This is an optimization exercise on Yosys and OpenROAD, whose aim is small area, not a production implementation. RTL that was checked went through simulation tests only; none was proved equivalent to the original. For run 6, only the layout was checked, not whether the RTL still works. Power figures rest on the tool's default switching activity, not on a simulated workload.

[constraint.sdc]
create_clock -name core_clock -period 12.0 [get_ports {clk}]
set_input_delay 2.4000 -clock core_clock [delete_from_list [all_inputs] [get_ports {clk}]]
set_output_delay 2.4000 -clock core_clock [all_outputs]
set_load 0.01 [all_outputs]
[design.v]
module fb_port (
    input  wire        clk,
    input  wire        rst,               
    input  wire [35:0] time_now,          
    input  wire [3:0]  fb_in,             
    input  wire [1:0]  cfg_mode,          
    input  wire [7:0]  cfg_filt_n,
    input  wire [3:0]  cfg_pol,
    input  wire        cfg_dir,
    input  wire [7:0]  cfg_err_limit,
    input  wire [15:0] cfg_err_decay,     
    input  wire        cfg_alarm_en,
    input  wire [1:0]  cfg_z_mode,
    input  wire [2:0]  cfg_z_gate,
    input  wire [35:0] cfg_index_period,
    input  wire [15:0] cfg_index_tol,
    input  wire [15:0] cfg_hall_ill_t,    
    input  wire        z_arm,
    input  wire        fault_reset,
    input  wire [1:0]  latch_clr,
    output reg  [35:0] pos,
    output reg  [35:0] edge_time,
    output wire [3:0]  lines,
    output wire [7:0]  hall_sector,
    output reg  [7:0]  err_level,
    output reg  [35:0] err_count,
    output reg  [1:0]  latch,
    output reg  [35:0] index_pos,
    output reg  [35:0] index_time,
    output reg  [35:0] index_count,
    output wire [13:0] status
);
    reg  [6:0] us_cnt;
    wire       us_tick = (us_cnt == 7'd99);
    wire [7:0] us_c;
    wire [6:0] us_inc;
    assign us_c[0] = 1'b1;
    genvar gi;
    generate for (gi = 0; gi < 7; gi = gi + 1) begin : g_us
        assign us_inc[gi]  = us_cnt[gi] ^ us_c[gi];
        assign us_c[gi+1]  = us_cnt[gi] & us_c[gi];
    end endgenerate
    always @(posedge clk) begin
        if (rst || us_tick) us_cnt <= 7'd0;
        else                us_cnt <= us_inc;
    end
    reg  [1:0] mode_q;
    wire       mode_entry = (cfg_mode != mode_q);
    always @(posedge clk) begin
        if (rst) mode_q <= 2'd0;
        else     mode_q <= cfg_mode;
    end
    reg  [3:0]  samp;
    reg  [3:0]  filt;
    reg  [7:0]  run_k [0:3];
    reg  [35:0] run_t [0:2];
    wire [3:0]  run_done;
    wire [3:0]  restart;
    wire [3:0]  filt_nx;
    wire [7:0]  run_inc [0:3];
    generate for (gi = 0; gi < 4; gi = gi + 1) begin : g_line
        wire [8:0] ic;
        wire [8:0] gc;
        assign ic[0] = 1'b1;
        assign gc[0] = 1'b1;
        genvar gj;
        for (gj = 0; gj < 8; gj = gj + 1) begin : g_bit
            assign run_inc[gi][gj] = run_k[gi][gj] ^ ic[gj];
            assign ic[gj+1]        = run_k[gi][gj] & ic[gj];
            assign gc[gj+1] = (run_k[gi][gj] & ~cfg_filt_n[gj]) |
                              ((run_k[gi][gj] | ~cfg_filt_n[gj]) & gc[gj]);
        end
        assign run_done[gi] = gc[8];
        assign restart[gi]  = (samp[gi] == filt[gi]) || run_done[gi];
        assign filt_nx[gi]  = run_done[gi] ? samp[gi] : filt[gi];
        always @(posedge clk) begin
            if (rst || restart[gi]) run_k[gi] <= 8'd1;
            else                    run_k[gi] <= run_inc[gi];
        end
        if (gi < 3) begin : g_t
            always @(posedge clk)
                if (restart[gi]) run_t[gi] <= time_now;
        end
    end endgenerate
    always @(posedge clk) begin
        if (rst) begin
            samp <= 4'd0;
            filt <= 4'd0;
        end else begin
            samp <= fb_in ^ cfg_pol;
            filt <= filt_nx;
        end
    end
    assign lines = filt;
    wire [3:0] chg = filt_nx ^ filt;
    wire [1:0] ph_old = {filt[1],    filt[0]    ^ filt[1]};
    wire [1:0] ph_new = {filt_nx[1], filt_nx[0] ^ filt_nx[1]};
    wire [1:0] ph_d   = ph_new - ph_old;
    wire q_mode = !mode_entry && (cfg_mode == 2'd1);
    wire q_step = q_mode && ph_d[0];
    wire q_neg  = ph_d[1];
    wire q_err  = q_mode && (ph_d == 2'd2);
    reg  [2:0]  hs;
    wire        h_none       = hs[2] & hs[1];
    wire        hall_invalid = h_none & !hs[0];
    wire [2:0] hcode = {filt_nx[0], filt_nx[1], filt_nx[2]};    
    reg  [2:0] hsec;
    reg        hlegal;
    always @(*) begin
        hlegal = 1'b1;
        case (hcode)
            3'b100:  hsec = 3'd0;
            3'b110:  hsec = 3'd1;
            3'b010:  hsec = 3'd2;
            3'b011:  hsec = 3'd3;
            3'b001:  hsec = 3'd4;
            3'b101:  hsec = 3'd5;
            default: begin hsec = 3'd0; hlegal = 1'b0; end
        endcase
    end
    wire [3:0] h_dd  = {1'b0, hsec} - {1'b0, hs};
    wire       h_fwd = (h_dd == 4'd1) || (h_dd == 4'b1011);
    wire       h_bwd = (h_dd == 4'b1111) || (h_dd == 4'd5);
    wire h_mode   = !mode_entry && (cfg_mode == 2'd2);
    wire h_change = h_mode && (chg[2:0] != 3'd0);
    wire h_take   = h_change && hlegal;
    wire h_step   = h_take && !h_none && (h_fwd || h_bwd);
    wire h_neg    = h_bwd;
    wire h_err    = h_take && !h_none && !h_fwd && !h_bwd && (h_dd != 4'd0);
    reg  [15:0] hill_n;
    wire [16:0] hill_ic;
    wire [15:0] hill_inc;
    wire [16:0] hill_gc;
    assign hill_ic[0] = us_tick;
    assign hill_gc[0] = 1'b0;
    generate for (gi = 0; gi < 16; gi = gi + 1) begin : g_hill
        assign hill_inc[gi]  = hill_n[gi] ^ hill_ic[gi];
        assign hill_ic[gi+1] = ~hill_n[gi] & hill_ic[gi];
        assign hill_gc[gi+1] = (hill_n[gi] & cfg_hall_ill_t[gi]) |
                               ((hill_n[gi] | cfg_hall_ill_t[gi]) & hill_gc[gi]);
    end endgenerate
    wire h_ill_run  = h_mode && !hlegal && !h_change && !hall_invalid;
    wire h_ill_done = h_ill_run && us_tick && !hill_gc[16];
    always @(posedge clk) begin
        if (rst || !h_ill_run) hill_n <= 16'hFFFE;
        else                   hill_n <= hill_inc;
    end
    always @(posedge clk) begin
        if (rst || mode_entry) hs <= 3'd7;
        else if (h_take)       hs <= hsec;
        else if (h_ill_done)   hs <= 3'd6;
    end
    assign hall_sector = {{5{h_none}}, hs[2:1], hs[0] | h_none};
    wire        step     = q_step || h_step;
    wire        step_neg = (q_step ? q_neg : h_neg) ^ cfg_dir;
    wire        err      = q_err || h_err;
    wire [35:0] pos_nx;
    wire [36:0] pos_t;
    assign pos_t[0] = step;
    generate for (gi = 0; gi < 36; gi = gi + 1) begin : g_pos
        assign pos_nx[gi]  = pos[gi] ^ pos_t[gi];
        assign pos_t[gi+1] = pos_t[gi] & (pos[gi] ^ step_neg);
    end endgenerate
    reg dir_neg;
    wire        et_s0 = !rst && step && chg[0];
    wire        et_s1 = !rst && step && !chg[0] && chg[1];
    wire        et_s2 = !rst && step && !chg[0] && !chg[1];
    wire        et_sh = !rst && !step;
    wire [35:0] et_nx = ({36{et_s0}} & run_t[0]) | ({36{et_s1}} & run_t[1]) |
                        ({36{et_s2}} & run_t[2]) | ({36{et_sh}} & edge_time);
    always @(posedge clk) begin
        edge_time <= et_nx;
        if (rst) begin
            pos     <= 36'd0;
            dir_neg <= 1'b0;
        end else begin
            pos <= pos_nx;
            if (step) dir_neg <= step_neg;
        end
    end
    reg  [15:0] decay_n;
    wire [16:0] dc_ic;
    wire [15:0] dc_inc;
    wire [16:0] dc_gc;
    assign dc_ic[0] = us_tick;
    assign dc_gc[0] = 1'b0;
    generate for (gi = 0; gi < 16; gi = gi + 1) begin : g_dc
        assign dc_inc[gi]  = decay_n[gi] ^ dc_ic[gi];
        assign dc_ic[gi+1] = ~decay_n[gi] & dc_ic[gi];
        assign dc_gc[gi+1] = (decay_n[gi] & cfg_err_decay[gi]) |
                             ((decay_n[gi] | cfg_err_decay[gi]) & dc_gc[gi]);
    end endgenerate
    wire lvl_zero  = (err_level == 8'd0);
    wire lvl_full  = (err_level == 8'hFF);
    wire decay_due = !lvl_zero && us_tick && !dc_gc[16];
    wire       lvl_up = err && !decay_due && !lvl_full;
    wire       lvl_dn = decay_due && !err;
    wire [7:0] lvl_nx;
    wire [8:0] lvl_t;
    assign lvl_t[0] = lvl_up | lvl_dn;
    generate for (gi = 0; gi < 8; gi = gi + 1) begin : g_lvl
        assign lvl_nx[gi]  = err_level[gi] ^ lvl_t[gi];
        assign lvl_t[gi+1] = lvl_t[gi] & (err_level[gi] ^ lvl_dn);
    end endgenerate
    always @(posedge clk) begin
        if (rst || mode_entry || fault_reset) begin
            err_level <= 8'd0;
            decay_n   <= 16'hFFFE;
        end else begin
            err_level <= lvl_nx;
            if (lvl_zero || decay_due)
                decay_n <= 16'hFFFE;
            else
                decay_n <= dc_inc;
        end
    end
    wire ec_lo = &err_count[17:0];
    wire [35:0] ec_nx;
    wire [36:0] ec_c;
    assign ec_c[0] = err;
    generate for (gi = 0; gi < 36; gi = gi + 1) begin : g_ec
        wire a = err_count[gi];
        wire c = (gi == 18) ? (err & ec_lo) : ec_c[gi];
        assign ec_nx[gi]  = a ^ c;
        assign ec_c[gi+1] = a & c;
    end endgenerate
    always @(posedge clk) begin
        if (rst) err_count <= 36'd0;
        else     err_count <= ec_nx;
    end
    wire [8:0] lf_gc;
    assign lf_gc[0] = 1'b1;
    generate for (gi = 0; gi < 8; gi = gi + 1) begin : g_lf
        assign lf_gc[gi+1] = (err_level[gi] & ~cfg_err_limit[gi]) |
                             ((err_level[gi] | ~cfg_err_limit[gi]) & lf_gc[gi]);
    end endgenerate
    wire alarm     = cfg_alarm_en && (cfg_mode != 2'd0) && filt[3];
    wire lvl_fault = (cfg_err_limit != 8'd0) && lf_gc[8];
    reg fs_level, fs_alarm;
    always @(posedge clk) begin
        if (rst || mode_entry || fault_reset) begin
            fs_level <= 1'b0;
            fs_alarm <= 1'b0;
        end else begin
            if (lvl_fault) fs_level <= 1'b1;
            if (alarm)     fs_alarm <= 1'b1;
        end
    end
    wire fault = fs_level | fs_alarm;
    reg z_armed, index_seen, idx_ref_valid;
    wire z_gate_ok = cfg_z_gate[2] || ({filt_nx[0], filt_nx[1]} == cfg_z_gate[1:0]);
    wire z_qual    = q_mode && chg[2] && filt_nx[2] && z_gate_ok;
    wire z_act     = z_qual && ((cfg_z_mode == 2'd1) || (cfg_z_mode == 2'd2 && z_armed));
    wire dir_change = step && (step_neg != dir_neg);
    wire ref_ok     = idx_ref_valid && !err && !dir_change;
    reg        z_act_q;
    reg        chk_pend;
    reg [35:0] nsteps;      
    wire ns_lo = !z_act_q && (&nsteps[17:0]);
    wire [35:0] ns_nx;
    wire [36:0] ns_c;
    assign ns_c[0] = step;
    generate for (gi = 0; gi < 36; gi = gi + 1) begin : g_ns
        wire a = nsteps[gi] & !z_act_q;
        wire c = (gi == 18) ? (step & ns_lo) : ns_c[gi];
        assign ns_nx[gi]  = a ^ c;
        assign ns_c[gi+1] = a & c;
    end endgenerate
    always @(posedge clk) begin
        z_act_q <= z_act;
        nsteps  <= ns_nx;
        if (rst) chk_pend <= 1'b0;
        else     chk_pend <= z_act && (cfg_z_mode == 2'd1) && (cfg_index_period != 36'd0) && ref_ok;
    end
    wire        d_neg = nsteps[35];
    wire [34:0] d_a   = nsteps[34:0] ^ {35{d_neg}};
    wire [15:0] al    = d_a[15:0];
    wire [19:0] ah    = {1'b0, d_a[34:16]};
    wire [15:0] pl    = cfg_index_period[15:0];
    wire [19:0] ph    = cfg_index_period[35:16];
    wire [15:0] tl    = cfg_index_tol;
    wire [16:0] lc, k0, k1;
    wire [15:0] dl;
    assign lc[0] = 1'b1;
    assign k0[0] = d_neg;
    assign k1[0] = d_neg;
    generate for (gi = 0; gi < 16; gi = gi + 1) begin : g_lo
        wire b = ~pl[gi];
        assign dl[gi]   = al[gi] ^ b ^ lc[gi];
        assign lc[gi+1] = (al[gi] & b) | (al[gi] & lc[gi]) | (b & lc[gi]);
        assign k0[gi+1] = (dl[gi] & ~tl[gi]) | (dl[gi] & k0[gi]) | (~tl[gi] & k0[gi]);
        assign k1[gi+1] = (dl[gi] & tl[gi]) | (dl[gi] & k1[gi]) | (tl[gi] & k1[gi]);
    end endgenerate
    wire bl = !lc[16];
    wire b0 = k0[16];
    wire b1 = !k1[16];
    wire [10:0] hl, hu;
    wire [10:0] hlc, huc;
    assign hlc[0] = 1'b1;
    assign huc[0] = 1'b1;
    generate for (gi = 0; gi < 10; gi = gi + 1) begin : g_hi
        wire bl_ = ~ph[gi];
        wire bu_ = ~ph[gi+10];
        assign hl[gi]    = ah[gi] ^ bl_ ^ hlc[gi];
        assign hlc[gi+1] = (ah[gi] & bl_) | (ah[gi] & hlc[gi]) | (bl_ & hlc[gi]);
        assign hu[gi]    = ah[gi+10] ^ bu_ ^ huc[gi];
        assign huc[gi+1] = (ah[gi+10] & bu_) | (ah[gi+10] & huc[gi]) | (bu_ & huc[gi]);
    end endgenerate
    assign hl[10] = ~hlc[10];
    assign hu[10] = ~huc[10];
    wire hl_z9 = ~|hl[9:1];
    wire hl_o9 = &hl[9:1];
    wire hu_z  = ~|hu[10:1];
    wire hu_o  = &hu[10:1];
    wire hl_z  = hl_z9 & !hl[10] & !hl[0];
    wire hl_p1 = hl_z9 & !hl[10] &  hl[0];
    wire hl_x1 = hl_z9 &  hl[10] &  hl[0];    
    wire hl_m1 = hl_o9 &  hl[10] &  hl[0];
    wire hl_x2 = hl_o9 & !hl[10] &  hl[0];    
    wire h_z   = hu_z & !hu[0] & hl_z;
    wire h_p1  = (hu_z & !hu[0] & hl_p1) | (hu_z & hu[0] & hl_x1);
    wire h_m1  = (hu_z & !hu[0] & hl_m1) | (hu_o & hu[0] & hl_x2);
    wire g_hi0  = bl ? h_p1 : h_z;
    wire g_him1 = bl ? h_z  : h_m1;
    wire        dist_bad = !(g_hi0 || g_him1) || (g_hi0 && b0) || (g_him1 && b1);
    wire        dist_set = chk_pend && dist_bad;
    wire ic_lo = &index_count[17:0];
    wire [35:0] ic_nx;
    wire [36:0] ic_c;
    assign ic_c[0] = z_act;
    generate for (gi = 0; gi < 36; gi = gi + 1) begin : g_ic
        wire a = index_count[gi];
        wire c = (gi == 18) ? (z_act & ic_lo) : ic_c[gi];
        assign ic_nx[gi]  = a ^ c;
        assign ic_c[gi+1] = a & c;
    end endgenerate
    always @(posedge clk) begin
        index_pos  <= ({36{!rst && z_act}} & pos_nx)   | ({36{!rst && !z_act}} & index_pos);
        index_time <= ({36{!rst && z_act}} & run_t[2]) | ({36{!rst && !z_act}} & index_time);
        if (rst) index_count <= 36'd0;
        else     index_count <= ic_nx;
    end
    always @(posedge clk) begin
        if (rst || mode_entry) begin
            z_armed       <= 1'b0;
            index_seen    <= 1'b0;
            idx_ref_valid <= 1'b0;
        end else begin
            if (z_arm && cfg_z_mode == 2'd2)
                z_armed <= 1'b1;
            else if (z_act && cfg_z_mode == 2'd2)
                z_armed <= 1'b0;
            if (z_act) begin
                index_seen    <= 1'b1;
                idx_ref_valid <= 1'b1;
            end else if (err || dir_change) begin
                idx_ref_valid <= 1'b0;
            end
        end
    end
    always @(posedge clk) begin
        if (rst) latch <= 2'd0;
        else     latch <= (latch & ~latch_clr) | {dist_set, err};
    end
    assign status = {fs_alarm, fs_level, 3'b000, 1'b0, alarm, index_seen, z_armed,
                     hall_invalid, fault, dir_neg, 2'b00};
endmodule
[standard.sh]
#!/bin/bash
# synth_recipe.tcl (not shown) runs the flow's synth.tcl, then flattens the netlist and writes it again
# the make line also repeats each setting of config.mk as NAME=value (left out here)
make -C /OpenROAD-flow-scripts/flow DESIGN_CONFIG=/design/flow/config.mk WORK_HOME=/design/flow/orfs CLKGATE_MAP_FILE= SYNTH_SCRIPT=/design/flow/synth_recipe.tcl "${@:-finish}"
[flow/synth.tcl]
# The standard flow's synthesis (synth_recipe.tcl in the work folder, sourced unchanged)
# with one change: ABC maps the logic with the area-oriented script
# abc_area.script beside this file instead of ORFS's speed script.
set ::area_abc_script [file join [file dirname [file normalize [info script]]] abc_area.script]
proc abc {args} {
  set i [lsearch -exact $args -script]
  if {$i >= 0} { lset args [expr {$i + 1}] $::area_abc_script }
  yosys abc {*}$args
}
source [file join [file dirname [file dirname [file normalize [info script]]]] synth_recipe.tcl]
[flow/run.sh]
#!/bin/bash
# The standard layout (standard.sh) with three changes:
#  - synthesis maps logic with an area-oriented ABC script (flow/synth.tcl),
#  - the ports get the smallest buffer (buf_1),
#  - the clock tree uses clkbuf_4 in clusters of at most 9 sinks, without
#    dummy loads.
set -euo pipefail
export BUFFER_PORTS_ARGS="-buffer_cell sky130_fd_sc_hd__buf_1"
export CTS_ARGS="-sink_clustering_enable -repair_clock_nets -dont_use_dummy_load -buf_list sky130_fd_sc_hd__clkbuf_4 -sink_clustering_size 9 -sink_clustering_max_diameter 50"
bash standard.sh SYNTH_SCRIPT="$PWD/flow/synth.tcl" finish > standard.log 2>&1
[flow/abc_area.script]
strash
balance
rewrite
refactor
balance
rewrite -z
refactor -z
rewrite -z
balance
&get -n
&st
&dch -f
&nf -R 1000
&put
[config.mk]
export PLATFORM = sky130hd
export DESIGN_NAME = fb_port
export DESIGN_NICKNAME = fb_port
export VERILOG_FILES = /design/flow/design.v
export SDC_FILE = /design/flow/constraint.sdc
export NUM_CORES = 4
export LEC_CHECK = 0
export CAP_MARGIN = 20
export CORE_MARGIN = 2
export CORE_UTILIZATION = 60
export SLEW_MARGIN = 20
==> flow_summary.ini, run 1 <==
[status]
outcome = no timing/DRC/antenna violations

[die]
row_count = 66
die_w_um = 187
chipHeight_um = 187
io-pin-count = 411
initial_core_util_pct = 61.2
core_area_sq_um = 32700
dieArea_sq_um = 34800

[global_routing]
grt_pass1_wl_um = 71600
track_usage_pct = 25.9
grt_max_degree = 73
busiest_layer = met2
use_met1_pct = 30.8
grt_pass1_vias = 13779
met3_usage_pct = 6.81
antenna_found_initial = 8
met2_usage_pct = 44.4
grt_overflow_total = 0

[final_layout]
syn2layout_area_growth_pct = 11.5
final_core_util_pct = 68.2
fillers = 2694
fin_area_sq_um = 22300
drive_gt1_share_pct = 6.23
fin_nets = 2545

[synthesis]
ys_warn_count = 3
synth-edff-count = 108
yosysTopAreaCell = dfxtp_1
synth-seq-cells = 462
synth_cell_types = 51
syn_area_sq_um = 20000
yosys_most_used_dff = dfxtp_1
synthTopCellsByArea = dfxtp_1 (35%), edfxtp_1 (16%), ha_1 (11%), xnor2_1 (4.0%), nand2_1 (3.6%)
synthArstFlopShare_pct = 0
postSynthAreaPerCell_sq_um = 11.3
syn_inst = 1778
synth.top_cell.area_share_pct = 35.4
seq_area_frac_synth_pct = 51.6

[clock_network]
root_buffer = clkbuf_4
clockBufferDepth = 3
numCtsBuffers = 59
clk_pin_slew_ns = 0.10
clk_latency_ns = 0.83
cts_sinks = 462
cts_max_level = 2
cts_tree = done

[timing]
fmax_ghz = 0.0898
finalHoldViolCount = 0
period_share_pct = 92.8
skew_ns = 0.0923
setup_viol = 0
worst_pin_slew_ns = 1.06
slew_viol_final = 0
fin_crit_ns = 11.14
max-slew-margin-rel_pct = 29.2

[setup_path]
critPathTopFamily = simple AND/OR/NAND/NOR gates
worst-endpoint-required_ns = 12.72
cp_common_cell = nor2_2
crit_buf_inv = 2
r2r_slack_ns = 2.17
crit_path_top_delay_cell = fa_1
crit_cells = 56
worstPathArrival_ns = 11.86
critPathMaxFanout = 6
cp-end-kind = flop
rr_worst_depth = 55
path_class = primary input to flop
crit_path_max_incr_delay_ns = 0.47
startpoint_type = primary input

[place]
place_area_sq_um = 21800
place.gp.congestion = 0.833
dpl.hpwl_um = 33400
port_buffers = 404

[flow_run]
max_cap_violations = 0

[pwr]
p_total_mw = 2.47
p_leak_nw = 9.29
vdd_drop_max_uv = 77.7
power_density_nw_per_um2 = 111

[routing]
wl_um = 45300
drtIter0Drc = 691
drtAntennaViolNets = 0
via_per_inst = 5.34
wl_per_cell_um = 17.2
vias = 14052
drcViolationCount = 0
drtPass1Iterations = 8

[worst_hold_path]
hold_path_class = flop to flop
whs_path_depth = 2
Yosys cell counts, drive strengths merged, types with 9 or more instances:
library cell / n
o21ai: 56
nor4: 19
edfxtp: 108
clkinv: 74
buf: 93
dfxtp: 354
a222oi: 36
a22o: 37
nand2: 192
nand3: 9
nand2b: 21
nand4: 18
xor2: 55
xnor2: 91
a21oi: 28
fa: 33
nor3: 15
o22ai: 20
and2: 31
ha: 169
nor2: 99
a22oi: 11
nor2b: 111
maj3: 48
worst paths after layout:
| check | start | endpoint |
|---|---|---|
| setup / recovery | cfg_filt_n[0] | index_pos[35] |
| hold / removal | run_t[1][9] | edge_time[9] |
| setup reg to reg | run_k[0][0] | index_pos[35] |
| hold reg to reg | run_t[1][9] | edge_time[9] |
layer usage:
layer  part of all wire, %  up-vias
met5                  0.10        -
met2                    48      439
met1                    41     6572
met3                   7.5      101
li1                      -     6934
met4                   3.6        6
kinds of logic (layout without fill, tap and decap cells):
group	after synthesis	count (layout)	share of synthesized area [%]
compound gates	218	218	7.81
xor+xnor	146	146	6.39
fa+ha+maj	250	250	16.3
buf+inv	167	566	4.87
flops	462	462	51.6
mux	4	4	0.200
other cells	1	11	0.0187
simple gates	530	530	12.9
report_power, final:
group | switching, mW | leakage, nW | internal, mW
clock | 0.481 | 0.271 | 0.224
combinational | 0.0798 | 5.06 | 0.0423
sequential | 0.0132 | 3.95 | 1.63
per-stage QoR:
stage | instances | hold WS [ns] | setup TNS [ns] | setup slack (ns)
after floorplan | 1783 | 0.370 | 0 | 0.0167
after global placement | 2560 | 0.389 | 0 | 0.116
after detailed placement | 2560 | 0.385 | -0.596 | -0.202
after CTS | 2619 | 0.400 | 0 | 0.714
after global routing | 2628 | 0.407 | -0.00884 | -0.00884
final | 2629 | 0.393 | 0 | 0.858
repair_timing:
action / CTS / global route
gates resized for setup: 0 / 5
hold buffers: 0 / 0
endpoints found under the setup margin: 0 / 6
buffers inserted: 0 / 5
sequential cells by signal, summed over array words and instances (netlist names), 16 cells and up:
name	cells
index_pos	36
hill_n	16
index_time	36
run_k	32
nsteps	36
err_count	36
run_t	108
pos	36
decay_n	16
index_count	36
edge_time	36
placed cells by master (no fill, tap or decap), types with 36 or more instances in the layout:
master,netlist,routed
a222oi_1,36,36
a22o_1,37,37
buf_1,0,402
clkbuf_4,0,60
clkinv_1,74,73
dfxtp_1,354,353
edfxtp_1,108,108
ha_1,169,168
maj3_1,48,44
nand2_1,192,191
nor2_1,99,82
nor2b_1,111,110
o21ai_0,56,56
xnor2_1,91,90
xor2_1,55,51
cell type report:
cell class                 count  area [sq um]  share of cell area (%)
clock buffer                  59           443                    1.98
inverter                      74           279                    1.25
tap                          442           553                    2.48
antenna                        5          12.5                  0.0561
sequential                   462         10300                    46.3
timing repair buffer         433          1740                    7.81
multi-input combinational   1154          8960                    40.1
worst min-delay path, stage by stage, from the launching register on:
cell and delay [ns]:
edfxtp_1 0.34, nand2_1 0.05, nand2_1 0.05
==> inputs of run 2 (changes only) <==
--- a/config.mk
+++ b/config.mk
@@ -7,5 +7,5 @@
 export LEC_CHECK = 0
 export CAP_MARGIN = 20
 export CORE_MARGIN = 2
-export CORE_UTILIZATION = 60
+export CORE_UTILIZATION = 40
 export SLEW_MARGIN = 20
==> run 2 against run 1 <==
- maximum frequency decreased by 1.5%
- design area increased by 1.3%
- hold slack improved by 0.0073 ns
- register-to-register slack got worse by 0.09 ns
==> flow_summary.ini, run 2 <==
[synthesis]
syn_area_sq_um = 20000
ys_warn_count = 3
synthArstFlopShare_pct = 0
synth.most_common_cell = dfxtp_1
synth.top_cell.area_share_pct = 35.4
syn_inst = 1778
synthTopCellsByArea = dfxtp_1 (35%), edfxtp_1 (16%), ha_1 (11%), xnor2_1 (4.0%), nand2_1 (3.6%)
yosys_most_used_dff = dfxtp_1
synth-seq-cells = 462
yosysTopAreaCell = dfxtp_1
synth_commonest_cells = dfxtp_1 (354), nand2_1 (192), ha_1 (169), nor2b_1 (111), edfxtp_1 (108)
synth_cell_types = 51
seq_area_frac_synth_pct = 51.6
synth-edff-count = 108
postSynthAreaPerCell_sq_um = 11.3

[setup_path]
crit_path_top_delay_cell = fa_1
startpoint_type = primary input
rr_worst_depth = 55
critPathMaxFanout = 6
worstPathArrival_ns = 12.00
cp-end-kind = flop
crit_path_max_incr_delay_ns = 0.45
worst-endpoint-required_ns = 12.68
path_class = primary input to flop

[timing]
fmax_ghz = 0.0884
period_share_pct = 94.3
whs_ns = 0.401
fin_crit_ns = 11.31
tns_ns = 0
max-slew-margin-rel_pct = 23.8
worst_pin_slew_ns = 1.14
slew_viol_final = 0
setup_viol = 0
grt_setup_unrepaired = no
skew_ns = 0.107
fin_ws_ns = 0.688
finalHoldViolCount = 0

[status]
outcome = no timing/DRC/antenna violations

[pwr]
power_density_nw_per_um2 = 110
p_total_mw = 2.50
vdd_drop_max_uv = 90.4
p_leak_nw = 9.31

[place]
dpl.hpwl_um = 34700
dpl.cell_count = 2790
place.gp.congestion = 0.865
port_buffers = 404
dp_slack_ns = -0.223

[clock_network]
cts_sinks = 462
root_buffer = clkbuf_4
cts_setup_buffers = 0
clockBufferDepth = 3
cts_hold_buf = 0
cts_tree = done
clk_latency_ns = 0.84
clk_pin_slew_ns = 0.09
cts-resized-gates = 0
numCtsBuffers = 61
cts_max_level = 2

[die]
die_w_um = 228
dieArea_sq_um = 51900
io-pin-count = 411
core_area_sq_um = 49200
chipHeight_um = 228
initial_core_util_pct = 40.7
row_count = 81

[routing]
drtIter0Drc = 617
wl_per_cell_um = 17.0
drtAntennaViolNets = 0
via_per_inst = 4.96
drtPass1Iterations = 8
drcViolationCount = 0
wl_um = 48400
vias = 14163

[worst_hold_path]
hold_path_class = flop to flop
whs_path_depth = 1

[global_routing]
grt_pass1_wl_um = 76300
grt_max_degree = 91
grt_pass1_vias = 14246
grt_overflow_total = 0
antenna_found_initial = 5
track_usage_pct = 18.4

[final_layout]
final_common_cell = buf_1
largest_reg_flops = 108
fin_nets = 2550
syn2layout_area_growth_pct = 12.9
multi_input_area_sq_um = 8940
fillers = 4722
final_cell_mix = buf_1 (403), dfxtp_1 (353), nand2_1 (191), ha_1 (168), nor2b_1 (110)
largest_register = run_t
drive_gt1_share_pct = 6.26
final_cells = 2855
regArea_sq_um = 10300

[flow_run]
max_cap_violations = 0
run 2: layer usage:
layer	vias to the layer above	track usage, %	part of all wire [%]
met4	4	6.93	3.3
met2	424	30.6	47
li1	6934	-	-
met3	94	4.71	6.8
met1	6707	23.1	43
met5	-	0	0.058
run 2: kinds of logic after synthesis:
| group | synth area share, % |
|---|---|
| flops | 51.6 |
| xor+xnor | 6.39 |
| buf+inv | 4.87 |
| fa+ha+maj | 16.3 |
| compound gates | 7.81 |
| simple gates | 12.9 |
| mux | 0.200 |
| other cells | 0.0187 |
run 2: worst paths after layout:
check / slack (ns) / endpoint / from
setup / recovery: 0.69 / index_pos[35] / cfg_filt_n[0]
hold / removal: 0.40 / run_k[0][0] / run_k[0][0]
setup reg to reg: 2.08 / index_pos[35] / run_k[0][0]
hold reg to reg: 0.40 / run_k[0][0] / run_k[0][0]
run 2: through the flow:
step | cell area [sq um] | util [%]
2_1_floorplan | 20200 | -
3_3_place_gp | 22100 | 45.0
3_5_place_dp | 22100 | 45.0
4_1_cts | 22600 | 46.0
5_1_grt | 22600 | 46.0
6_report | 22600 | 46.0
run 2: report_power, final:
part / leakage (nW) / total [mW] / internal, mW / switching [mW]
logic: 5.07 / 0.125 / 0.0425 / 0.0824
registers: 3.95 / 1.64 / 1.63 / 0.0134
clock network: 0.281 / 0.727 / 0.231 / 0.496
total: 9.31 / 2.50 / 1.90 / 0.592
run 2: cell type report:
cell class | count | share of cell area, %
diodes | 4 | 0.0443
clock buffers | 61 | 2.03
inverters | 74 | 1.23
multi-input cells | 1154 | 39.5
flip-flops and latches | 462 | 45.7
well taps | 664 | 3.67
repair buffers | 436 | 7.79
run 2: worst max-delay path: cells and delay by family:
kind            cells  cell delay [ns]
simple gates       37             4.46
fa+ha+maj           9             3.20
xor+xnor            5             1.05
compound gates      3             0.41
mux                 1             0.25
buf+inv             1             0.19
==> inputs of run 3 (changes only) <==
--- a/design.v
+++ b/design.v
@@ -127,24 +127,15 @@
     wire h_step   = h_take && !h_none && (h_fwd || h_bwd);
     wire h_neg    = h_bwd;
     wire h_err    = h_take && !h_none && !h_fwd && !h_bwd && (h_dd != 4'd0);
-    reg  [15:0] hill_n;
-    wire [16:0] hill_ic;
-    wire [15:0] hill_inc;
+    reg  [35:0] cnt;
     wire [16:0] hill_gc;
-    assign hill_ic[0] = us_tick;
-    assign hill_gc[0] = 1'b0;
+    assign hill_gc[0] = 1'b1;
     generate for (gi = 0; gi < 16; gi = gi + 1) begin : g_hill
-        assign hill_inc[gi]  = hill_n[gi] ^ hill_ic[gi];
-        assign hill_ic[gi+1] = ~hill_n[gi] & hill_ic[gi];
-        assign hill_gc[gi+1] = (hill_n[gi] & cfg_hall_ill_t[gi]) |
-                               ((hill_n[gi] | cfg_hall_ill_t[gi]) & hill_gc[gi]);
+        assign hill_gc[gi+1] = (cnt[gi] & ~cfg_hall_ill_t[gi]) |
+                               ((cnt[gi] | ~cfg_hall_ill_t[gi]) & hill_gc[gi]);
     end endgenerate
     wire h_ill_run  = h_mode && !hlegal && !h_change && !hall_invalid;
-    wire h_ill_done = h_ill_run && us_tick && !hill_gc[16];
-    always @(posedge clk) begin
-        if (rst || !h_ill_run) hill_n <= 16'hFFFE;
-        else                   hill_n <= hill_inc;
-    end
+    wire h_ill_done = h_ill_run && us_tick && hill_gc[16];
     always @(posedge clk) begin
         if (rst || mode_entry) hs <= 3'd7;
         else if (h_take)       hs <= hsec;
@@ -255,25 +246,27 @@
     wire ref_ok     = idx_ref_valid && !err && !dir_change;
     reg        z_act_q;
     reg        chk_pend;
-    reg [35:0] nsteps;      
-    wire ns_lo = !z_act_q && (&nsteps[17:0]);
+    wire m_hall  = (cfg_mode == 2'd2);
+    wire cnt_clr = m_hall ? (rst || !h_ill_run) : z_act_q;
+    wire cnt_ci  = cnt_clr ? (m_hall || step) : (m_hall ? us_tick : step);
+    wire ns_lo   = !cnt_clr && (&cnt[17:0]);
     wire [35:0] ns_nx;
     wire [36:0] ns_c;
-    assign ns_c[0] = step;
+    assign ns_c[0] = cnt_ci;
     generate for (gi = 0; gi < 36; gi = gi + 1) begin : g_ns
-        wire a = nsteps[gi] & !z_act_q;
-        wire c = (gi == 18) ? (step & ns_lo) : ns_c[gi];
+        wire a = cnt[gi] & !cnt_clr;
+        wire c = (gi == 18) ? (cnt_ci & ns_lo) : ns_c[gi];
         assign ns_nx[gi]  = a ^ c;
         assign ns_c[gi+1] = a & c;
     end endgenerate
     always @(posedge clk) begin
         z_act_q <= z_act;
-        nsteps  <= ns_nx;
+        cnt     <= ns_nx;
         if (rst) chk_pend <= 1'b0;
         else     chk_pend <= z_act && (cfg_z_mode == 2'd1) && (cfg_index_period != 36'd0) && ref_ok;
     end
-    wire        d_neg = nsteps[35];
-    wire [34:0] d_a   = nsteps[34:0] ^ {35{d_neg}};
+    wire        d_neg = cnt[35];
+    wire [34:0] d_a   = cnt[34:0] ^ {35{d_neg}};
     wire [15:0] al    = d_a[15:0];
     wire [19:0] ah    = {1'b0, d_a[34:16]};
     wire [15:0] pl    = cfg_index_period[15:0];
==> run 3 against run 2 <==
- maximum frequency is 1.4% higher
- clock skew increased by 0.0070 ns
- final cell count is 2.6% lower
- register-to-register slack better by 0.15 ns
- core utilization decreased by 0.80 points
- critical path type unchanged
==> flow_summary.ini, run 3 <==
[place]
place.gp.congestion = 0.833
dpl.hpwl_um = 34900
port_buffers = 404

[status]
outcome = no timing/DRC/antenna violations

[timing]
period_share_pct = 93.0
tns_ns = 0
fin_crit_ns = 11.16
slew_viol_final = 0
worst_pin_slew_ns = 1.12
skew_ns = 0.114
setup_viol = 0
finalHoldViolCount = 0
max-slew-margin-rel_pct = 24.8
grt_setup_unrepaired = no
fmax_ghz = 0.0896

[synthesis]
synth-seq-cells = 446
synth.most_common_cell = dfxtp_1
synth.top_cell.area_share_pct = 34.5
synthArstFlopShare_pct = 0
synth_commonest_cells = dfxtp_1 (338), nand2_1 (167), ha_1 (154), nor2b_1 (116), edfxtp_1 (108)
postSynthAreaPerCell_sq_um = 11.2
synth_cell_types = 54
synthTopCellsByArea = dfxtp_1 (35%), edfxtp_1 (17%), ha_1 (9.8%), xnor2_1 (4.3%), nor2b_1 (3.7%)
syn_area_sq_um = 19600
syn_inst = 1750
yosys_most_used_dff = dfxtp_1
seq_area_frac_synth_pct = 51.1
ys_warn_count = 3
yosysTopAreaCell = dfxtp_1
synth-edff-count = 108

[worst_hold_path]
hold_path_class = flop to flop

[setup_path]
startpoint_type = primary input
cp_common_cell = maj3_1
crit_path_top_delay_cell = fa_1
worstPathArrival_ns = 11.86
crit_path_max_incr_delay_ns = 0.55
cp-end-kind = flop
worst-endpoint-required_ns = 12.70
critPathMaxFanout = 27
path_class = primary input to flop
r2r_slack_ns = 2.23
crit_buf_inv = 4
critPathTopFamily = compound AO/OA/AOI/OAI gates

[die]
io-pin-count = 411
core_area_sq_um = 48600
dieArea_sq_um = 50800
die_w_um = 225
initial_core_util_pct = 40.3
row_count = 81
chipHeight_um = 225

[final_layout]
final_common_cell = buf_1
final_core_util_pct = 45.2
largest_register = run_t
fin_nets = 2504
syn2layout_area_growth_pct = 12.2
final_cell_mix = buf_1 (403), dfxtp_1 (337), nand2_1 (167), ha_1 (154), nor2b_1 (115)
largest_reg_flops = 108
fillers = 4688
drive_gt1_share_pct = 5.06

[global_routing]
grt_overflow_total = 0
grt_pass1_vias = 13796
track_usage_pct = 18.4
grt_pass1_wl_um = 73300
antenna_found_initial = 8
grt_max_degree = 89

[routing]
vias = 13963
via_per_inst = 5.02
drtAntennaViolNets = 0
drtIter0Drc = 703
wl_per_cell_um = 17.3
drcViolationCount = 0
wl_um = 48200
drtPass1Iterations = 5

[flow_run]
max_cap_violations = 0

[clock_network]
cts_setup_buffers = 0
clockBufferDepth = 3
clk_latency_ns = 0.83
cts_sinks = 446
cts_tree = done
cts_max_level = 2
numCtsBuffers = 61
clk_pin_slew_ns = 0.09
root_buffer = clkbuf_4
cts_hold_buf = 0

[pwr]
p_leak_nw = 8.66
power_density_nw_per_um2 = 112
vdd_drop_max_uv = 62.9
==> run 3: cell count changes in the layout (fill, tap and decap cells not counted), moves of 8 or more <==
cell / delta
and3_1: +9
dfxtp_1: -16
ha_1: -14
maj3_1: +12
nand2_1: -24
nand3_1: +13
nor2_2: -10
o22ai_1: -8
or3_1: +10
xor2_1: -21
==> run 3: power by group <==
group          total (mW)  internal (mW)  switching, mW
sequential           1.60           1.58         0.0170
combinational       0.161         0.0620         0.0993
clock               0.710          0.231          0.479
==> run 3: worst register-to-register path: cells and delay by family, from the launching register on <==
family                   cells  cell delay, ns
AO/OA/AOI/OAI               17            3.42
XOR/XNOR                     3            0.50
adder cells (fa/ha/maj)      9            3.35
buffers and inverters        2            0.42
flip-flops                   1            0.34
multiplexers                 2            0.56
AND/OR/NAND/NOR              7            1.04
==> run 3: path summary, 6_finish.rpt <==
path / startpoint / cells past startpoint / endpoint
worst min-delay path: run_k[0][0] / 1 / run_k[0][0]
worst max-delay path: cfg_filt_n[1] / 41 / index_pos[35]
worst min register to register: run_k[0][0] / 1 / run_k[0][0]
worst max register to register: run_k[1][0] / 40 / index_pos[35]
==> run 3: cell type report <==
cell class	instances	area, sq um	share of cell area [%]
Multi-Input combinational cell	1146	8730	39.7
Antenna cell	4	10.0	0.0455
Timing Repair Buffer	433	1740	7.92
Sequential cell	446	10000	45.5
Inverter	70	263	1.20
Tap cell	622	778	3.54
Clock buffer	61	458	2.08
==> run 3: cell families (layout without fill, tap and decap cells) <==
kind of cell	count (synthesis)	after routing	share of synthesized area, %
AOI/OAI and AO/OA	227	227	8.23
xor gates and xnor gates	129	129	5.77
adders and majority gates	243	243	16.1
buffers and inverters	163	564	4.90
DFF	446	446	51.1
muxes	6	6	0.319
other	1	10	0.0191
and+or+nand+nor	535	535	13.6
==> run 3: metrics by stage <==
stage,worst slack (ns),power (mW),area [sq um],instances,hold slack [ns]
6_report,0.842,2.47,22000,2782,0.411
3_5_place_dp,-0.151,1.79,21500,2717,0.391
3_3_place_gp,0.146,1.79,21500,2717,0.385
4_1_cts,0.776,2.52,22000,2778,0.415
5_1_grt,0.0190,2.60,22000,2782,0.441
2_1_floorplan,0.0363,1.72,19600,1755,0.370
==> run 3: timing repair <==
| item | in CTS | in global routing |
|---|---|---|
| resized for setup | 0 | 2 |
| setup endpoints to repair | 0 | 4 |
| endpoints found under the hold margin | 0 | 0 |
==> run 3: routing by layer <==
| layer | up-vias | global-route usage, % | share of wire [%] |
|---|---|---|---|
| met5 | - | 0 | 0.11 |
| met4 | 8 | 6.69 | 3.1 |
| met3 | 98 | 4.98 | 6.4 |
| met2 | 346 | 31.9 | 48 |
| met1 | 6630 | 21.9 | 42 |
| li1 | 6881 | - | - |
==> inputs of run 4 (changes only) <==
--- a/flow/run.sh
+++ b/flow/run.sh
@@ -1,6 +1,7 @@
 #!/bin/bash
 # The standard layout (standard.sh) with three changes:
-#  - synthesis maps logic with an area-oriented ABC script (flow/synth.tcl),
+#  - synthesis maps logic with an area-oriented ABC script and without
+#    adder extraction (flow/synth.tcl),
 #  - the ports get the smallest buffer (buf_1),
 #  - the clock tree uses clkbuf_4 in clusters of at most 9 sinks, without
 #    dummy loads.
--- a/flow/abc_area.script
+++ b/flow/abc_area.script
@@ -1,4 +1,11 @@
 strash
+balance
+rewrite
+refactor
+balance
+rewrite -z
+refactor -z
+rewrite -z
 balance
 rewrite
 refactor
==> flow/synth.tcl (replaced) <==
# The standard flow's synthesis (synth_recipe.tcl in the work folder, sourced unchanged)
# with two changes to how logic is mapped (registers are untouched):
#  - no adder extraction: ABC maps the arithmetic together with the rest,
#  - ABC uses the area-oriented script abc_area.script beside this file
#    instead of ORFS's speed script.
set ::env(ADDER_MAP_FILE) ""
set ::area_abc_script [file join [file dirname [file normalize [info script]]] abc_area.script]
proc abc {args} {
  set i [lsearch -exact $args -script]
  if {$i >= 0} { lset args [expr {$i + 1}] $::area_abc_script }
  yosys abc {*}$args
}
source [file join [file dirname [file dirname [file normalize [info script]]]] synth_recipe.tcl]
==> run 4 against run 3 <==
- highest routed layer unchanged
- power shrank 0.17%
- combinational power is essentially flat
- design area shrank 1.4%
- critical path depth grew 16
- sequential share of layout area grew 0.66 points
==> flow_summary.ini, run 4 <==
[timing]
period_share_pct = 93.0
setup_viol = 0
finalHoldViolCount = 0
fmax_ghz = 0.0897
fin_crit_ns = 11.15
whs_ns = 0.422
worst_pin_slew_ns = 0.989
slew_viol_final = 0
max-slew-margin-rel_pct = 33.9
tns_ns = 0
skew_ns = 0.0937
fin_ws_ns = 0.846

[flow_run]
max_cap_violations = 0

[routing]
drcViolationCount = 0
wl_met1_um = 21700
wl_met2_um = 24600
drtPass1Iterations = 5
highest-signal-layer = met5
wl_met3_um = 2990
wl_um = 51100
vias = 15273
via_per_inst = 5.13
drtAntennaViolNets = 0
drtIter0Drc = 801
wl_per_cell_um = 17.2

[clock_network]
cts_tree = done
cts_max_level = 2
cts_sinks = 446
clk_pin_slew_ns = 0.10
cts_hold_buf = 0
clk_latency_ns = 0.82
root_buffer = clkbuf_4
numCtsBuffers = 60
clockBufferDepth = 3

[setup_path]
critPathMaxFanout = 4
path_class = primary input to flop
worst-endpoint-required_ns = 12.65
crit_path_max_incr_delay_ns = 0.40
cp-end-kind = flop
startpoint_type = primary input
worstPathArrival_ns = 11.81
crit_path_top_delay_cell = maj3_1
cp_common_cell = nand2_1

[synthesis]
ys_warn_count = 3
synthArstFlopShare_pct = 0
yosys_most_used_dff = dfxtp_1
synth_commonest_cells = dfxtp_1 (338), nand2_1 (211), nor2_1 (202), xnor2_1 (135), a21oi_1 (123)
syn_inst = 1953
synth-edff-count = 108
postSynthAreaPerCell_sq_um = 9.86
syn_area_sq_um = 19200
seq_area_frac_synth_pct = 52.0
synthTopCellsByArea = dfxtp_1 (35%), edfxtp_1 (17%), xnor2_1 (6.1%), xor2_1 (4.6%), nand2_1 (4.1%)
yosysTopAreaCell = dfxtp_1
synth-seq-cells = 446
synth_cell_types = 49
synth.top_cell.area_share_pct = 35.2
synth.most_common_cell = dfxtp_1

[pwr]
p_switching_mw = 0.597
internal_power_mw = 1.87
p_seq_share_pct = 64.8
power_frac_clock_pct = 28.6
p_leak_nw = 7.47
vdd_drop_max_uv = 75.7
comb_power_share_pct = 6.6
swShare_pct = 24.2
power_density_nw_per_um2 = 114
p_total_mw = 2.46

[place]
dpl.hpwl_um = 37100
dpl.cell_count = 2909
place_area_sq_um = 21200
port_buffers = 404
dp_slack_ns = -0.184
place.gp.congestion = 0.873

[final_layout]
final_cells = 2976
final_core_util_pct = 45.5
fin_area_sq_um = 21700
largest_reg_flops = 108
multi_input_area_sq_um = 8490
final_common_cell = buf_1
fin_nets = 2517
fillers = 4672
syn2layout_area_growth_pct = 12.6
largest_register = run_t
final_cell_mix = buf_1 (402), dfxtp_1 (337), nand2_1 (211), nor2_1 (183), xnor2_1 (134)
drive_gt1_share_pct = 5.18
regArea_sq_um = 10000

[die]
io-pin-count = 411
dieArea_sq_um = 49900
die_w_um = 223
core_area_sq_um = 47600
chipHeight_um = 223
initial_core_util_pct = 40.4
row_count = 80

[global_routing]
antenna_found_initial = 8
grt_max_degree = 74
grt_overflow_total = 0
grt_pass1_vias = 14546
track_usage_pct = 19.9
grt_pass1_wl_um = 78700

[status]
outcome = no timing/DRC/antenna violations

[worst_hold_path]
hold_path_class = flop to flop
[run 4: cell types whose count changed after synthesis, moves of 37 or more]
cell,before,now
and3_1,13,50
nor2b_1,116,20
ha_1,154,0
nor2_1,92,202
a21oi_1,31,123
nor3_1,20,77
nand2_1,167,211
xor2_1,33,100
xnor2_1,96,135
[run 4: per-layer routing]
metal	track usage, %	up-vias
met5	0	-
met4	7.35	2
met3	4.48	106
met2	33.9	393
met1	24.6	7167
li1	-	7605
[run 4: critical path: cells and delay by family]
family	cells	cell delay, ns
AOI/OAI and AO/OA	7	1.14
adders and majority gates	7	2.63
xor gates and xnor gates	4	0.63
and+or+nand+nor	36	4.49
buffers and inverters	2	0.19
muxes	1	0.31
[run 4: worst paths after layout]
path / from / endpoint / slack, ns / depth (start not counted)
worst max-delay path: cfg_filt_n[1] / index_pos[35] / 0.85 / 57
worst min-delay path: run_t[1][28] / edge_time[28] / 0.42 / 2
worst max register to register: run_k[1][0] / index_pos[35] / 2.13 / 56
worst min register to register: run_t[1][28] / edge_time[28] / 0.42 / 2
[run 4: what timing repair did]
| action | 4_1_cts | 5_1_grt |
|---|---|---|
| setup endpoints to repair | 0 | 4 |
| buffers inserted | 0 | 2 |
| resized for setup | 0 | 5 |
[run 4: final cells by class]
cell class | instances | share of cell area, %
inverters | 57 | 0.987
diodes | 5 | 0.0577
clock buffers | 60 | 2.08
repair buffers | 431 | 7.97
flip-flops and latches | 446 | 46.2
multi-input cells | 1362 | 39.2
well taps | 615 | 3.55
[run 4: logic make-up after synthesis]
logic type / synth area share [%]
mux: 0.325
flops: 52.0
fa+ha+maj: 3.74
xor+xnor: 10.7
simple gates: 17.2
compound gates: 11.2
buf+inv: 4.74
other cells: 0.0195
[run 4: power groups by stage]
stage | combinational, mW | clock [mW] | sequential, mW
detailed placement | 0.164 | 0 | 1.63
finish | 0.163 | 0.704 | 1.60
global route | 0.182 | 0.802 | 1.60
global placement | 0.160 | 0 | 1.63
floorplan | 0.0959 | 0 | 1.63
CTS | 0.164 | 0.748 | 1.60
==> inputs of run 5 (changes only) <==
--- a/config.mk
+++ b/config.mk
@@ -5,7 +5,7 @@
 export SDC_FILE = /design/flow/constraint.sdc
 export NUM_CORES = 4
 export LEC_CHECK = 0
-export CAP_MARGIN = 20
+export CAP_MARGIN = 5
 export CORE_MARGIN = 2
 export CORE_UTILIZATION = 40
-export SLEW_MARGIN = 20
+export SLEW_MARGIN = 5
==> run 5 against run 4 <==
- wire length is the same
- critical path depth unchanged
- largest cell class unchanged
- area after synthesis unchanged
- largest power group unchanged
- critical endpoint unchanged
- sequential share of layout area did not move
- still clean on timing, DRC and antenna
- power unchanged
==> flow_summary.ini, run 5 <==
[clock_network]
numCtsBuffers = 60
cts_tree = done
root_buffer = clkbuf_4
cts_sinks = 446
clk_latency_ns = 0.82
cts_max_level = 2
clk_pin_slew_ns = 0.10
cts_hold_buf = 0
clockBufferDepth = 3

[die]
core_area_sq_um = 47600
chipHeight_um = 223
io-pin-count = 411
dieArea_sq_um = 49900
initial_core_util_pct = 40.4
die_w_um = 223
row_count = 80

[worst_hold_path]
hold_path_class = flop to flop
whs_path_depth = 2
hold_path_startpoint = run_t[1][28]
whs_endpoint = edge_time[28]

[setup_path]
r2r_slack_ns = 2.13
crit_path_max_incr_delay_ns = 0.40
startpoint_type = primary input
worst-endpoint-required_ns = 12.65
r2r-end = index_pos[35]
cp-end-kind = flop
cp_common_cell = nand2_1
critPathMaxFanout = 4
path_class = primary input to flop
rr_worst_depth = 56
worstPathArrival_ns = 11.81
rr_startpoint = run_k[1][0]
crit_path_top_delay_cell = maj3_1

[pwr]
p_leak_nw = 7.47
power_density_nw_per_um2 = 114
vdd_drop_max_uv = 75.7

[final_layout]
final_common_cell = buf_1
final_cell_mix = buf_1 (402), dfxtp_1 (337), nand2_1 (211), nor2_1 (183), xnor2_1 (134)
fin_nets = 2517
regArea_sq_um = 10000
drive_gt1_share_pct = 5.18
final_core_util_pct = 45.5
largest_reg_flops = 108
multi_input_area_sq_um = 8490
fillers = 4672
final_cells = 2976
syn2layout_area_growth_pct = 12.6
largest_register = run_t

[routing]
wl_per_cell_um = 17.2
wl_um = 51100
via_per_inst = 5.13
vias = 15273
drcViolationCount = 0
drtAntennaViolNets = 0
drtIter0Drc = 801
drtPass1Iterations = 5

[timing]
skew_ns = 0.0937
fin_crit_ns = 11.15
finalHoldViolCount = 0
slew_viol_final = 0
fmax_ghz = 0.0897
max-slew-margin-rel_pct = 33.9
period_share_pct = 93.0
worst_pin_slew_ns = 0.989
setup_viol = 0

[synthesis]
ys_warn_count = 3
postSynthAreaPerCell_sq_um = 9.86
yosys_most_used_dff = dfxtp_1
synthTopCellsByArea = dfxtp_1 (35%), edfxtp_1 (17%), xnor2_1 (6.1%), xor2_1 (4.6%), nand2_1 (4.1%)
synth_commonest_cells = dfxtp_1 (338), nand2_1 (211), nor2_1 (202), xnor2_1 (135), a21oi_1 (123)
seq_area_frac_synth_pct = 52.0
synth.most_common_cell = dfxtp_1
synth-edff-count = 108
syn_area_sq_um = 19200
synth-seq-cells = 446
syn_inst = 1953
yosysTopAreaCell = dfxtp_1
synth.top_cell.area_share_pct = 35.2
synth_cell_types = 49
synthArstFlopShare_pct = 0

[global_routing]
track_usage_pct = 19.9
grt_pass1_wl_um = 78700
use_met1_pct = 24.6
grt_max_degree = 74
met3_usage_pct = 4.48
busiest_layer = met2
antenna_found_initial = 8
grt_pass1_vias = 14546
met2_usage_pct = 33.9
grt_overflow_total = 0

[place]
place.gp.congestion = 0.873
dpl.hpwl_um = 37100
port_buffers = 404
dpl.cell_count = 2909

[status]
outcome = no timing/DRC/antenna violations

[flow_run]
max_cap_violations = 0
## run 5: cell counts in the layout (fill, tap and decap cells not counted)
Identical to the previous run, type by type.
## run 5: per-layer routing
layer  up-vias  share of wire (%)
met5         -              0.025
met4         2                3.4
met3       106                5.9
met2       393                 48
met1      7167                 43
li1       7605                  -
## run 5: repair_timing
action,in CTS,in global routing
resized for setup,0,5
endpoints found under the setup margin,0,4
buffers inserted,0,2
## run 5: cell families after synthesis
kind of cell,synth area share [%]
adders and majority gates,3.74
xor gates and xnor gates,10.7
DFF,52.0
buffers and inverters,4.74
and+or+nand+nor,17.2
AOI/OAI and AO/OA,11.2
other,0.0195
muxes,0.325
## run 5: layout make-up
class,count,area share [%]
multi-input cells,1362,39.2
inverters,57,0.987
clock buffers,60,2.08
flip-flops and latches,446,46.2
diodes,5,0.0577
well taps,615,3.55
repair buffers,431,7.97
## run 5: where the power goes
part / internal (mW) / total [mW] / switching (mW)
logic: 0.0607 / 0.163 / 0.102
registers: 1.58 / 1.60 / 0.0183
clock network: 0.228 / 0.704 / 0.477
total: 1.87 / 2.46 / 0.597
## run 5: per-stage QoR
step	worst slack [ns]	instance area (sq um)	TNS (ns)	power (mW)	hold WS, ns
4_1_cts	0.723	21600	0	2.51	0.431
3_3_place_gp	0.0208	21200	0	1.79	0.412
5_1_grt	-0.0113	21700	-0.0113	2.58	0.444
2_1_floorplan	0.00450	19400	0	1.72	0.399
3_5_place_dp	-0.184	21200	-0.485	1.79	0.415
6_report	0.846	21700	0	2.46	0.422
## run 5: how the worst max path moves through the flow
stage | cells after the start | end | slack (ns) | from
2_1_floorplan | 55 | index_pos[35] | 0.005 | cfg_filt_n[1]
3_3_place_gp | 57 | index_pos[35] | 0.02 | cfg_filt_n[0]
3_5_place_dp | 57 | index_pos[35] | -0.18 | cfg_filt_n[0]
4_1_cts | 57 | index_pos[35] | 0.72 | cfg_filt_n[0]
5_1_grt | 57 | index_pos[35] | -0.01 | cfg_filt_n[1]
6_report | 57 | index_pos[35] | 0.85 | cfg_filt_n[1]
## run 5: critical path, delay by kind of cell
| kind | cells | cell delay (ns) |
|---|---|---|
| AO/OA/AOI/OAI | 7 | 1.14 |
| XOR/XNOR | 4 | 0.63 |
| adder cells (fa/ha/maj) | 7 | 2.63 |
| buffers and inverters | 2 | 0.19 |
| multiplexers | 1 | 0.31 |
| AND/OR/NAND/NOR | 36 | 4.49 |
==> inputs of run 6 (changes only) <==
--- a/design.v
+++ b/design.v
@@ -266,53 +266,53 @@
         else     chk_pend <= z_act && (cfg_z_mode == 2'd1) && (cfg_index_period != 36'd0) && ref_ok;
     end
     wire        d_neg = cnt[35];
-    wire [34:0] d_a   = cnt[34:0] ^ {35{d_neg}};
-    wire [15:0] al    = d_a[15:0];
-    wire [19:0] ah    = {1'b0, d_a[34:16]};
+    wire [34:0] d_na  = cnt[34:0] ^ {35{!d_neg}};
+    wire [15:0] nal   = d_na[15:0];
+    wire [19:0] nah   = {1'b1, d_na[34:16]};
     wire [15:0] pl    = cfg_index_period[15:0];
     wire [19:0] ph    = cfg_index_period[35:16];
     wire [15:0] tl    = cfg_index_tol;
     wire [16:0] lc, k0, k1;
-    wire [15:0] dl;
-    assign lc[0] = 1'b1;
-    assign k0[0] = d_neg;
-    assign k1[0] = d_neg;
+    wire [15:0] sl;
+    assign lc[0] = 1'b0;
+    assign k0[0] = !d_neg;
+    assign k1[0] = !d_neg;
     generate for (gi = 0; gi < 16; gi = gi + 1) begin : g_lo
-        wire b = ~pl[gi];
-        assign dl[gi]   = al[gi] ^ b ^ lc[gi];
-        assign lc[gi+1] = (al[gi] & b) | (al[gi] & lc[gi]) | (b & lc[gi]);
-        assign k0[gi+1] = (dl[gi] & ~tl[gi]) | (dl[gi] & k0[gi]) | (~tl[gi] & k0[gi]);
-        assign k1[gi+1] = (dl[gi] & tl[gi]) | (dl[gi] & k1[gi]) | (tl[gi] & k1[gi]);
+        assign sl[gi]   = nal[gi] ^ pl[gi] ^ lc[gi];
+        assign lc[gi+1] = (nal[gi] & pl[gi]) | (nal[gi] & lc[gi]) | (pl[gi] & lc[gi]);
+        assign k0[gi+1] = (sl[gi] & tl[gi]) | (sl[gi] & k0[gi]) | (tl[gi] & k0[gi]);
+        assign k1[gi+1] = (sl[gi] & ~tl[gi]) | (sl[gi] & k1[gi]) | (~tl[gi] & k1[gi]);
     end endgenerate
-    wire bl = !lc[16];
-    wire b0 = k0[16];
-    wire b1 = !k1[16];
-    wire [10:0] hl, hu;
+    wire bl = lc[16];
+    wire b0 = !k0[16];
+    wire b1 = k1[16];
+    wire [10:0] sh_l, sh_u;
     wire [10:0] hlc, huc;
-    assign hlc[0] = 1'b1;
-    assign huc[0] = 1'b1;
+    assign hlc[0] = 1'b0;
+    assign huc[0] = 1'b0;
     generate for (gi = 0; gi < 10; gi = gi + 1) begin : g_hi
-        wire bl_ = ~ph[gi];
-        wire bu_ = ~ph[gi+10];
-        assign hl[gi]    = ah[gi] ^ bl_ ^ hlc[gi];
-        assign hlc[gi+1] = (ah[gi] & bl_) | (ah[gi] & hlc[gi]) | (bl_ & hlc[gi]);
-        assign hu[gi]    = ah[gi+10] ^ bu_ ^ huc[gi];
-        assign huc[gi+1] = (ah[gi+10] & bu_) | (ah[gi+10] & huc[gi]) | (bu_ & huc[gi]);
+        assign sh_l[gi]  = nah[gi] ^ ph[gi] ^ hlc[gi];
+        assign hlc[gi+1] = (nah[gi] & ph[gi]) | (nah[gi] & hlc[gi]) | (ph[gi] & hlc[gi]);
+        assign sh_u[gi]  = nah[gi+10] ^ ph[gi+10] ^ huc[gi];
+        assign huc[gi+1] = (nah[gi+10] & ph[gi+10]) | (nah[gi+10] & huc[gi]) | (ph[gi+10] & huc[gi]);
     end endgenerate
-    assign hl[10] = ~hlc[10];
-    assign hu[10] = ~huc[10];
-    wire hl_z9 = ~|hl[9:1];
-    wire hl_o9 = &hl[9:1];
-    wire hu_z  = ~|hu[10:1];
-    wire hu_o  = &hu[10:1];
-    wire hl_z  = hl_z9 & !hl[10] & !hl[0];
-    wire hl_p1 = hl_z9 & !hl[10] &  hl[0];
-    wire hl_x1 = hl_z9 &  hl[10] &  hl[0];    
-    wire hl_m1 = hl_o9 &  hl[10] &  hl[0];
-    wire hl_x2 = hl_o9 & !hl[10] &  hl[0];    
-    wire h_z   = hu_z & !hu[0] & hl_z;
-    wire h_p1  = (hu_z & !hu[0] & hl_p1) | (hu_z & hu[0] & hl_x1);
-    wire h_m1  = (hu_z & !hu[0] & hl_m1) | (hu_o & hu[0] & hl_x2);
+    assign sh_l[10] = hlc[10];
+    assign sh_u[10] = huc[10];
+    wire l_o8  = &sh_l[8:1];
+    wire l_z8  = ~|sh_l[8:1];
+    wire u_o8  = &sh_u[8:1];
+    wire u_z8  = ~|sh_u[8:1];
+    wire hl_z  = !sh_l[10] &  sh_l[9] & l_o8 &  sh_l[0];    
+    wire hl_p1 = !sh_l[10] &  sh_l[9] & l_o8 & !sh_l[0];    
+    wire hl_m1 =  sh_l[10] & !sh_l[9] & l_z8 & !sh_l[0];    
+    wire hl_x1 =  sh_l[10] &  sh_l[9] & l_o8 & !sh_l[0];    
+    wire hl_x2 = !sh_l[10] & !sh_l[9] & l_z8 & !sh_l[0];    
+    wire hu_z  = !sh_u[10] &  sh_u[9] & u_o8 &  sh_u[0];
+    wire hu_p1 = !sh_u[10] &  sh_u[9] & u_o8 & !sh_u[0];
+    wire hu_m1 =  sh_u[10] & !sh_u[9] & u_z8 & !sh_u[0];
+    wire h_z   = hu_z & hl_z;
+    wire h_p1  = (hu_z & hl_p1) | (hu_p1 & hl_x1);
+    wire h_m1  = (hu_z & hl_m1) | (hu_m1 & hl_x2);
     wire g_hi0  = bl ? h_p1 : h_z;
     wire g_him1 = bl ? h_z  : h_m1;
     wire        dist_bad = !(g_hi0 || g_him1) || (g_hi0 && b0) || (g_him1 && b1);
--- a/config.mk
+++ b/config.mk
@@ -5,7 +5,7 @@
 export SDC_FILE = /design/flow/constraint.sdc
 export NUM_CORES = 4
 export LEC_CHECK = 0
-export CAP_MARGIN = 5
+export CAP_MARGIN = 20
 export CORE_MARGIN = 2
 export CORE_UTILIZATION = 40
-export SLEW_MARGIN = 5
+export SLEW_MARGIN = 20
==> run 6 against run 5 <==
- core utilization rose by 0.16 points
- clock skew rose by 0.024 ns
- setup slack improved by 0.11 ns
- combinational power rose by 3%
- wire length fell by 1.7%
- die area fell by 0.34%
==> flow_summary.ini, run 6 <==
[synthesis]
ys_warn_count = 3
synth.top_cell.area_share_pct = 35.3
synth-edff-count = 108
syn_area_sq_um = 19200
synth.most_common_cell = dfxtp_1
synth_commonest_cells = dfxtp_1 (338), nand2_1 (236), nor2_1 (193), xnor2_1 (134)
yosysTopAreaCell = dfxtp_1
synth-seq-cells = 446
syn_inst = 1954
seq_area_frac_synth_pct = 52.2
synth_cell_types = 49
yosys_most_used_dff = dfxtp_1
synthTopCellsByArea = dfxtp_1 (35%), edfxtp_1 (17%), xnor2_1 (6.1%), nand2_1 (4.6%), xor2_1 (4.3%)
postSynthAreaPerCell_sq_um = 9.82
synthArstFlopShare_pct = 0

[routing]
drtPass1Iterations = 8
drtAntennaViolNets = 0
vias = 15253
drcViolationCount = 0
drtIter0Drc = 869
wl_um = 50200
via_per_inst = 5.12
wl_per_cell_um = 16.8

[place]
dpl.cell_count = 2908
port_buffers = 404
place_area_sq_um = 21100
place.gp.congestion = 0.871
dpl.hpwl_um = 36000

[global_routing]
grt_max_degree = 82
grt_pass1_wl_um = 78700
grt_overflow_total = 0
grt_pass1_vias = 15032
track_usage_pct = 19.7
antenna_found_initial = 4

[timing]
worst_pin_slew_ns = 1.13
fin_crit_ns = 11.05
slew_viol_final = 0
max-slew-margin-rel_pct = 24.8
fmax_ghz = 0.0905
setup_viol = 0
skew_ns = 0.118
finalHoldViolCount = 0
period_share_pct = 92.1

[setup_path]
critPathMaxFanout = 4
cp-end-kind = flop
path_class = primary input to flop
worstPathArrival_ns = 11.68
cp_common_cell = nand2_1
startpoint_type = primary input
crit_path_top_delay_cell = maj3_1
worst-endpoint-required_ns = 12.63
crit_path_max_incr_delay_ns = 0.41

[final_layout]
fin_nets = 2522
fin_area_sq_um = 21700
fillers = 4635
final_cell_mix = buf_1 (402), dfxtp_1 (337), nand2_1 (233), nor2_1 (174), xnor2_1 (132)
final_cells = 2979
syn2layout_area_growth_pct = 13.2
final_common_cell = buf_1
largest_register = run_t
drive_gt1_share_pct = 5.72
largest_reg_flops = 108

[flow_run]
max_cap_violations = 0

[clock_network]
cts_sinks = 446
numCtsBuffers = 60
clk_latency_ns = 0.81
clk_pin_slew_ns = 0.09
cts_tree = done
cts_max_level = 2
cts_hold_buf = 0
root_buffer = clkbuf_4
clockBufferDepth = 3

[status]
outcome = no timing/DRC/antenna violations

[worst_hold_path]
hold_path_class = flop to flop

[die]
dieArea_sq_um = 49700
core_area_sq_um = 47500
chipHeight_um = 223
die_w_um = 223
row_count = 80
io-pin-count = 411
initial_core_util_pct = 40.3

[pwr]
p_leak_nw = 7.55
power_density_nw_per_um2 = 114
vdd_drop_max_uv = 94.5
-- run 6: kinds of logic after synthesis --
family                     Yosys count  synth area share, %
AOI/OAI and AO/OA                  347                 11.8
xor gates and xnor gates           229                 10.5
adders and majority gates           65                 3.39
buffers and inverters              150                 4.76
DFF                                446                 52.2
muxes                                7                0.372
other                                1               0.0195
and+or+nand+nor                    709                 17.0
-- run 6: worst paths after layout --
path	from	to	slack (ns)	cells past startpoint
min	run_t[1][16]	edge_time[16]	0.42	2
max	cfg_filt_n[1]	index_pos[35]	0.95	57
max reg2reg	run_k[0][0]	index_pos[35]	2.26	56
min reg2reg	run_t[1][16]	edge_time[16]	0.42	2
-- run 6: area by class of cell --
class	count	area, sq um	area share [%]
Multi-Input combinational cell	1363	8460	39.0
Clock buffer	60	450	2.08
Timing Repair Buffer	435	1790	8.25
Antenna cell	3	7.51	0.0346
Sequential cell	446	10000	46.1
Inverter	57	214	0.986
Tap cell	615	769	3.54
-- run 6: stage by stage --
stage,hold slack (ns),utilization (%),power [mW],worst slack (ns),setup TNS (ns)
after CTS,0.420,45.4,2.52,0.736,0
after global routing,0.419,45.7,2.58,-0.0545,-0.0722
after global placement,0.410,44.4,1.79,0.0790,0
after detailed placement,0.415,44.5,1.80,-0.148,-0.362
after floorplan,0.399,-,1.72,0.0466,0
final,0.417,45.7,2.47,0.952,0
-- run 6: repair_timing --
action | in CTS | in global routing
endpoints found under the hold margin | 0 | 0
setup endpoints to repair | 0 | 10
buffers inserted | 0 | 8
gates resized for setup | 0 | 11
-- run 6: routing by layer --
layer	vias up	wire, um	global-route usage, %
li1	7601	-	-
met1	7173	21400	23.8
met2	378	23500	33.3
met3	101	3490	5.54
met4	0	1760	7.97
met5	-	0	0
-- run 6: critical path, delay by kind of cell --
kind                     cells  cell delay, ns
XOR/XNOR                     4            0.80
multiplexers                 1            0.27
AND/OR/NAND/NOR             38            4.73
AO/OA/AOI/OAI                5            0.64
buffers and inverters        2            0.21
adder cells (fa/ha/maj)      7            2.62
-- run 6: where the power goes --
part	internal (mW)	leakage [nW]	switching [mW]
combinational	0.0640	3.44	0.104
clock	0.227	0.276	0.477
sequential	1.58	3.83	0.0188
total	1.87	7.55	0.600

-- what the ideal ports hide --
No port has a modelled driver above. Below, the same layouts with a new extraction and two added sets of constraints. Step 1, drivers: a clkbuf_16 drives clk and a buf_2 each remaining input, both assumed. Step 2 also shifts input and output timing later by t, the mid clock arrival at the registers, as if the neighbouring blocks saw the same clock. Three values: no drivers, after step 1, after step 2; two values: the first two.
run | shift t [ns] | setup WS [ns] | worst setup path after step 2 | cell pins on the clock port's net
run 1 | 0.821 | 0.858 / 0.885 / 0.064 | input to register | 1
run 2 | 0.827 | 0.688 / 0.712 / -0.115 | input to register | 1
run 3 | 0.823 | 0.842 / 0.874 / 0.051 | input to register | 1
run 4 | 0.822 | 0.846 / 0.871 / 0.049 | input to register | 1
run 5 | 0.822 | 0.846 / 0.871 / 0.049 | input to register | 1
run 6 | 0.820 | 0.952 / 0.980 / 0.160 | input to register | 1
With both steps, setup timing fails in run 2, where it was met with ideal ports. For run 2, which loses most, drivers alone change the setup slack by +0.024 ns; drivers and shift together by -0.803 ns.
